This is an optimization exercise on Yosys and OpenROAD, whose aim is small area, a short achievable clock period and few clock cycles per item, not a production implementation. At most, simulation tests tie the RTL to the original design; equivalence was not proved. Power and IR drop assume default switching activity.

lane 5:
==> flow/design.v <==
module z20_align_add (
    input  wire        clk,
    input  wire        rst,           
    input  wire        in_valid,
    input  wire        in_sub,        
    input  wire [47:0] in_x,          
    input  wire [15:0] in_ex,         
    input  wire [5:0]  in_wx,         
    input  wire [47:0] in_y,
    input  wire [15:0] in_ey,
    input  wire [5:0]  in_wy,
    output reg         out_valid,
    output reg  [47:0] out_z,         
    output reg  [15:0] out_ez,        
    output reg         out_sat        
);
    function [4:0] guard_of(input [5:0] w);
        guard_of = (w >= 6'd47) ? 5'd0 : (w <= 6'd31) ? 5'd16 : (5'd15 - w[4:0]);
    endfunction
    wire [16:0] dxy  = {in_ex[15], in_ex} - {in_ey[15], in_ey};
    wire        swap = dxy[16];                               
    wire [6:0]  dyx7 = in_ey[6:0] - in_ex[6:0];
    wire        dbig = swap ? ~((&dxy[16:7]) & (|dxy[6:0])) : (|dxy[15:7]);
    wire [6:0]  d7   = dbig ? 7'd127 : (swap ? dyx7 : dxy[6:0]);
    reg         r1_valid;
    reg  [47:0] r1_x, r1_y;
    reg         r1_sub;
    reg         r1_swap;
    reg  [6:0]  r1_d;
    reg  [4:0]  r1_g;
    reg  [15:0] r1_ea;
    always @(posedge clk) begin
        if (rst) r1_valid <= 1'b0;
        else     r1_valid <= in_valid;
        r1_x     <= in_x;
        r1_y     <= in_y;
        r1_sub   <= in_sub;
        r1_swap  <= swap;
        r1_d     <= d7;
        r1_g     <= swap ? guard_of(in_wy) : guard_of(in_wx);
        r1_ea    <= swap ? in_ey : in_ex;
    end
    reg  [47:0] nz;
    integer i;
    always @(*) begin
        nz[0] = 1'b0;
        for (i = 1; i < 48; i = i + 1) nz[i] = nz[i-1] | r1_y[i-1];
    end
    wire        ymin = r1_y[47] & ~nz[47];
    wire [47:0] yn   = r1_y ^ ({48{r1_sub}} & (nz | {48{ymin}}));
    wire [47:0] a    = r1_swap ? yn : r1_x;                 
    wire [47:0] b    = r1_swap ? r1_x : yn;
    wire [7:0]  t    = {1'b0, r1_d} - {3'd0, r1_g};
    wire [4:0]  shl  = t[7] ? r1_d[4:0] : r1_g;               
    wire [5:0]  s    = t[7] ? 6'd0 : (t[6:0] >= 7'd48) ? 6'd48 : t[5:0];
    wire [48:0] a49  = {a[47], a} << shl;
    reg         abig;
    integer k;
    always @(*) begin
        abig = 1'b0;
        for (k = 1; k < 16; k = k + 1)
            if (k < shl && (a[47] ^ a[47-k])) abig = 1'b1;
    end
    reg  [48:0] v;       
    reg         sticky;
    always @(*) begin
        v = {b, 1'b0};
        sticky = 1'b0;
        if (s[5]) begin sticky = sticky | (|v[31:0]); v = {{32{v[48]}}, v[48:32]}; end
        if (s[4]) begin sticky = sticky | (|v[15:0]); v = {{16{v[48]}}, v[48:16]}; end
        if (s[3]) begin sticky = sticky | (|v[7:0]);  v = {{8{v[48]}},  v[48:8]};  end
        if (s[2]) begin sticky = sticky | (|v[3:0]);  v = {{4{v[48]}},  v[48:4]};  end
        if (s[1]) begin sticky = sticky | (|v[1:0]);  v = {{2{v[48]}},  v[48:2]};  end
        if (s[0]) begin sticky = sticky | v[0];       v = {v[48], v[48:1]};        end
    end
    wire        up = v[0] & (sticky | v[1]);
    reg         r2_valid;
    reg  [48:0] r2_a;
    reg         r2_abig;
    reg         r2_asgn;
    reg  [47:0] r2_q;
    reg         r2_up;
    reg  [15:0] r2_ez;
    reg         r2_clamp;
    always @(posedge clk) begin
        if (rst) r2_valid <= 1'b0;
        else     r2_valid <= r1_valid;
        r2_a     <= a49;
        r2_abig  <= abig;
        r2_asgn  <= a[47];
        r2_q     <= v[48:1];
        r2_up    <= up;
        r2_ez    <= r1_ea - {11'd0, shl};
        r2_clamp <= r1_sub & ymin;
    end
    wire [49:0] sum  = {r2_a[48], r2_a} + {{2{r2_q[47]}}, r2_q} + {49'd0, r2_up};
    wire        ovf  = r2_abig | (sum[49:47] != {3{sum[49]}});
    wire        neg  = r2_abig ? r2_asgn : sum[49];
    wire [47:0] z    = ovf ? {neg, {47{~neg}}} : sum[47:0];
    always @(posedge clk) begin
        if (rst) out_valid <= 1'b0;
        else     out_valid <= r2_valid;
        out_z   <= z;
        out_ez  <= r2_ez;
        out_sat <= ovf | r2_clamp;
    end
endmodule
clock: 17.0 ns
lec_check: 0
cap_margin: 20
core_margin: 2
core_utilization: 40
slew_margin: 20
standard.sh (not shown) runs the stock make flow with config.mk's settings and CLKGATE_MAP_FILE= SYNTH_SCRIPT=/design/flow/synth_recipe.tcl, a recipe that flattens the netlist after the stock synthesis.
==> flow/flow/run.sh <==
#!/bin/bash
# Standard ORFS layout (the standard.sh, unchanged synthesis), with:
#  - port buffers of sky130_fd_sc_hd__buf_1 instead of the default choice
#  - timing repair aiming for 12 ns of setup slack at the design's period
set -euo pipefail
bash standard.sh SETUP_SLACK_MARGIN=12 "BUFFER_PORTS_ARGS=-buffer_cell sky130_fd_sc_hd__buf_1" finish > make_finish.log 2>&1
Lane 5: flow completed, timing, DRC and antenna clean
### lane 5 -> lane 1
==> flow/design.v <==
module z20_align_add (
    input  wire        clk,
    input  wire        rst,           
    input  wire        in_valid,
    input  wire        in_sub,        
    input  wire [47:0] in_x,          
    input  wire [15:0] in_ex,         
    input  wire [5:0]  in_wx,         
    input  wire [47:0] in_y,
    input  wire [15:0] in_ey,
    input  wire [5:0]  in_wy,
    output reg         out_valid,
    output reg  [47:0] out_z,         
    output reg  [15:0] out_ez,        
    output reg         out_sat        
);
    function [4:0] guard_of(input [5:0] w);
        guard_of = (w >= 6'd47) ? 5'd0 : (w <= 6'd31) ? 5'd16 : (5'd15 - w[4:0]);
    endfunction
    wire [16:0] dxy  = {in_ex[15], in_ex} - {in_ey[15], in_ey};
    wire        swap = dxy[16];                               
    wire [6:0]  dyx7 = in_ey[6:0] - in_ex[6:0];
    wire        dbig = swap ? ~((&dxy[16:7]) & (|dxy[6:0])) : (|dxy[15:7]);
    wire [6:0]  d7   = dbig ? 7'd127 : (swap ? dyx7 : dxy[6:0]);
    reg  [47:0] nz;
    integer i;
    always @(*) begin
        nz[0] = 1'b0;
        for (i = 1; i < 48; i = i + 1) nz[i] = nz[i-1] | in_y[i-1];
    end
    wire        ymin = in_y[47] & ~nz[47];
    wire [47:0] yn   = in_y ^ ({48{in_sub}} & (nz | {48{ymin}}));
    reg         r1_valid;
    reg  [47:0] r1_x, r1_y;
    reg         r1_swap;
    reg  [6:0]  r1_d;
    reg  [4:0]  r1_g;
    reg  [15:0] r1_ea;
    reg         r1_clamp;
    always @(posedge clk) begin
        if (rst) r1_valid <= 1'b0;
        else     r1_valid <= in_valid;
        r1_x     <= in_x;
        r1_y     <= yn;
        r1_swap  <= swap;
        r1_d     <= d7;
        r1_g     <= swap ? guard_of(in_wy) : guard_of(in_wx);
        r1_ea    <= swap ? in_ey : in_ex;
        r1_clamp <= in_sub & ymin;
    end
    wire [47:0] a    = r1_swap ? r1_y : r1_x;                 
    wire [47:0] b    = r1_swap ? r1_x : r1_y;
    wire [7:0]  t    = {1'b0, r1_d} - {3'd0, r1_g};
    wire [4:0]  shl  = t[7] ? r1_d[4:0] : r1_g;               
    wire [5:0]  s    = t[7] ? 6'd0 : (t[6:0] >= 7'd48) ? 6'd48 : t[5:0];
    wire [48:0] a49  = {a[47], a} << shl;
    reg         abig;
    integer k;
    always @(*) begin
        abig = 1'b0;
        for (k = 1; k < 16; k = k + 1)
            if (k < shl && (a[47] ^ a[47-k])) abig = 1'b1;
    end
    reg  [48:0] v;       
    reg         sticky;
    always @(*) begin
        v = {b, 1'b0};
        sticky = 1'b0;
        if (s[5]) begin sticky = sticky | (|v[31:0]); v = {{32{v[48]}}, v[48:32]}; end
        if (s[4]) begin sticky = sticky | (|v[15:0]); v = {{16{v[48]}}, v[48:16]}; end
        if (s[3]) begin sticky = sticky | (|v[7:0]);  v = {{8{v[48]}},  v[48:8]};  end
        if (s[2]) begin sticky = sticky | (|v[3:0]);  v = {{4{v[48]}},  v[48:4]};  end
        if (s[1]) begin sticky = sticky | (|v[1:0]);  v = {{2{v[48]}},  v[48:2]};  end
        if (s[0]) begin sticky = sticky | v[0];       v = {v[48], v[48:1]};        end
    end
    wire        up = v[0] & (sticky | v[1]);
    reg         r2_valid;
    reg  [48:0] r2_a;
    reg         r2_abig;
    reg         r2_asgn;
    reg  [47:0] r2_q;
    reg         r2_up;
    reg  [15:0] r2_ez;
    reg         r2_clamp;
    always @(posedge clk) begin
        if (rst) r2_valid <= 1'b0;
        else     r2_valid <= r1_valid;
        r2_a     <= a49;
        r2_abig  <= abig;
        r2_asgn  <= a[47];
        r2_q     <= v[48:1];
        r2_up    <= up;
        r2_ez    <= r1_ea - {11'd0, shl};
        r2_clamp <= r1_clamp;
    end
    wire [49:0] sum  = {r2_a[48], r2_a} + {{2{r2_q[47]}}, r2_q} + {49'd0, r2_up};
    wire        ovf  = r2_abig | (sum[49:47] != {3{sum[49]}});
    wire        neg  = r2_abig ? r2_asgn : sum[49];
    wire [47:0] z    = ovf ? {neg, {47{~neg}}} : sum[47:0];
    always @(posedge clk) begin
        if (rst) out_valid <= 1'b0;
        else     out_valid <= r2_valid;
        out_z   <= z;
        out_ez  <= r2_ez;
        out_sat <= ovf | r2_clamp;
    end
endmodule
Switching share of power delta for lane 1 relative to lane 5: 2.4 points lower. Against lane 5 as the reference, lane 1 delivers a lower inverter count of the layout excluding clock inverters. After detailed routing, lane 5 needs more wire than lane 1. The uppermost signal routing layer after detailed routing comes out met4 in one run and met5 in the other, namely in lane 5 and lane 1 respectively. Summary: with lane 5 as the reference, overall power of the completed layout in lane 1 moved down by a few percent. Per the comparison of lane 1 with lane 5, total length of routed met3 wires now smaller; fraction of synthesized area in multiplexers now larger; fmax now smaller. Lane 1 vs. lane 5: combinational power dropped about 10%, detail-routed via count per cell dropped about 4%, netlist area before placement decreased 8.1%, area after detailed placement went down about 7.5%, non-clock buffer count in the final layout has increased. Comparing lane 5 and lane 1, the higher global-route usage was measured on lane 5. Compared with lane 5, gate count after technology mapping in lane 1 decreased by more than 10%.
Testbench counts of lane 1, summed over its fixed seeds: cycles 3,224, items 3,200.
The RTL of lane 5 was laid out without a check of its function.

-- static timing again, ports no longer ideal --
Ports are ideal in the flow. The routed layouts listed here were re-timed in OpenROAD.
Step 1 assumes that a clkbuf_16 drives the clock port and a buf_2 every other input.
Step 2 times the ports against the registers' clock, not the clock port: input delays grow and output delays shrink by t, the midpoint of the rising clock arrivals with the driver on.
Three values: ideal, step 1, step 2; two values: the first two.
run | t, ns | slack for setup (ns) | worst setup path at the end | worst slew at a driven data input, ns | cell pins on the clock port's net
lane 5 | 0.611 | 11.326 / 11.326 / 10.715 | input to register | 0.07 | 1
lane 1 | 0.605 | 10.968 / 10.986 / 10.381 | input to register | 0.07 | 1
After both steps setup and hold are still met in every run listed. The setup slack of lane 5, which loses most, moves by 0.000 ns with the drivers and by -0.611 ns with both steps.
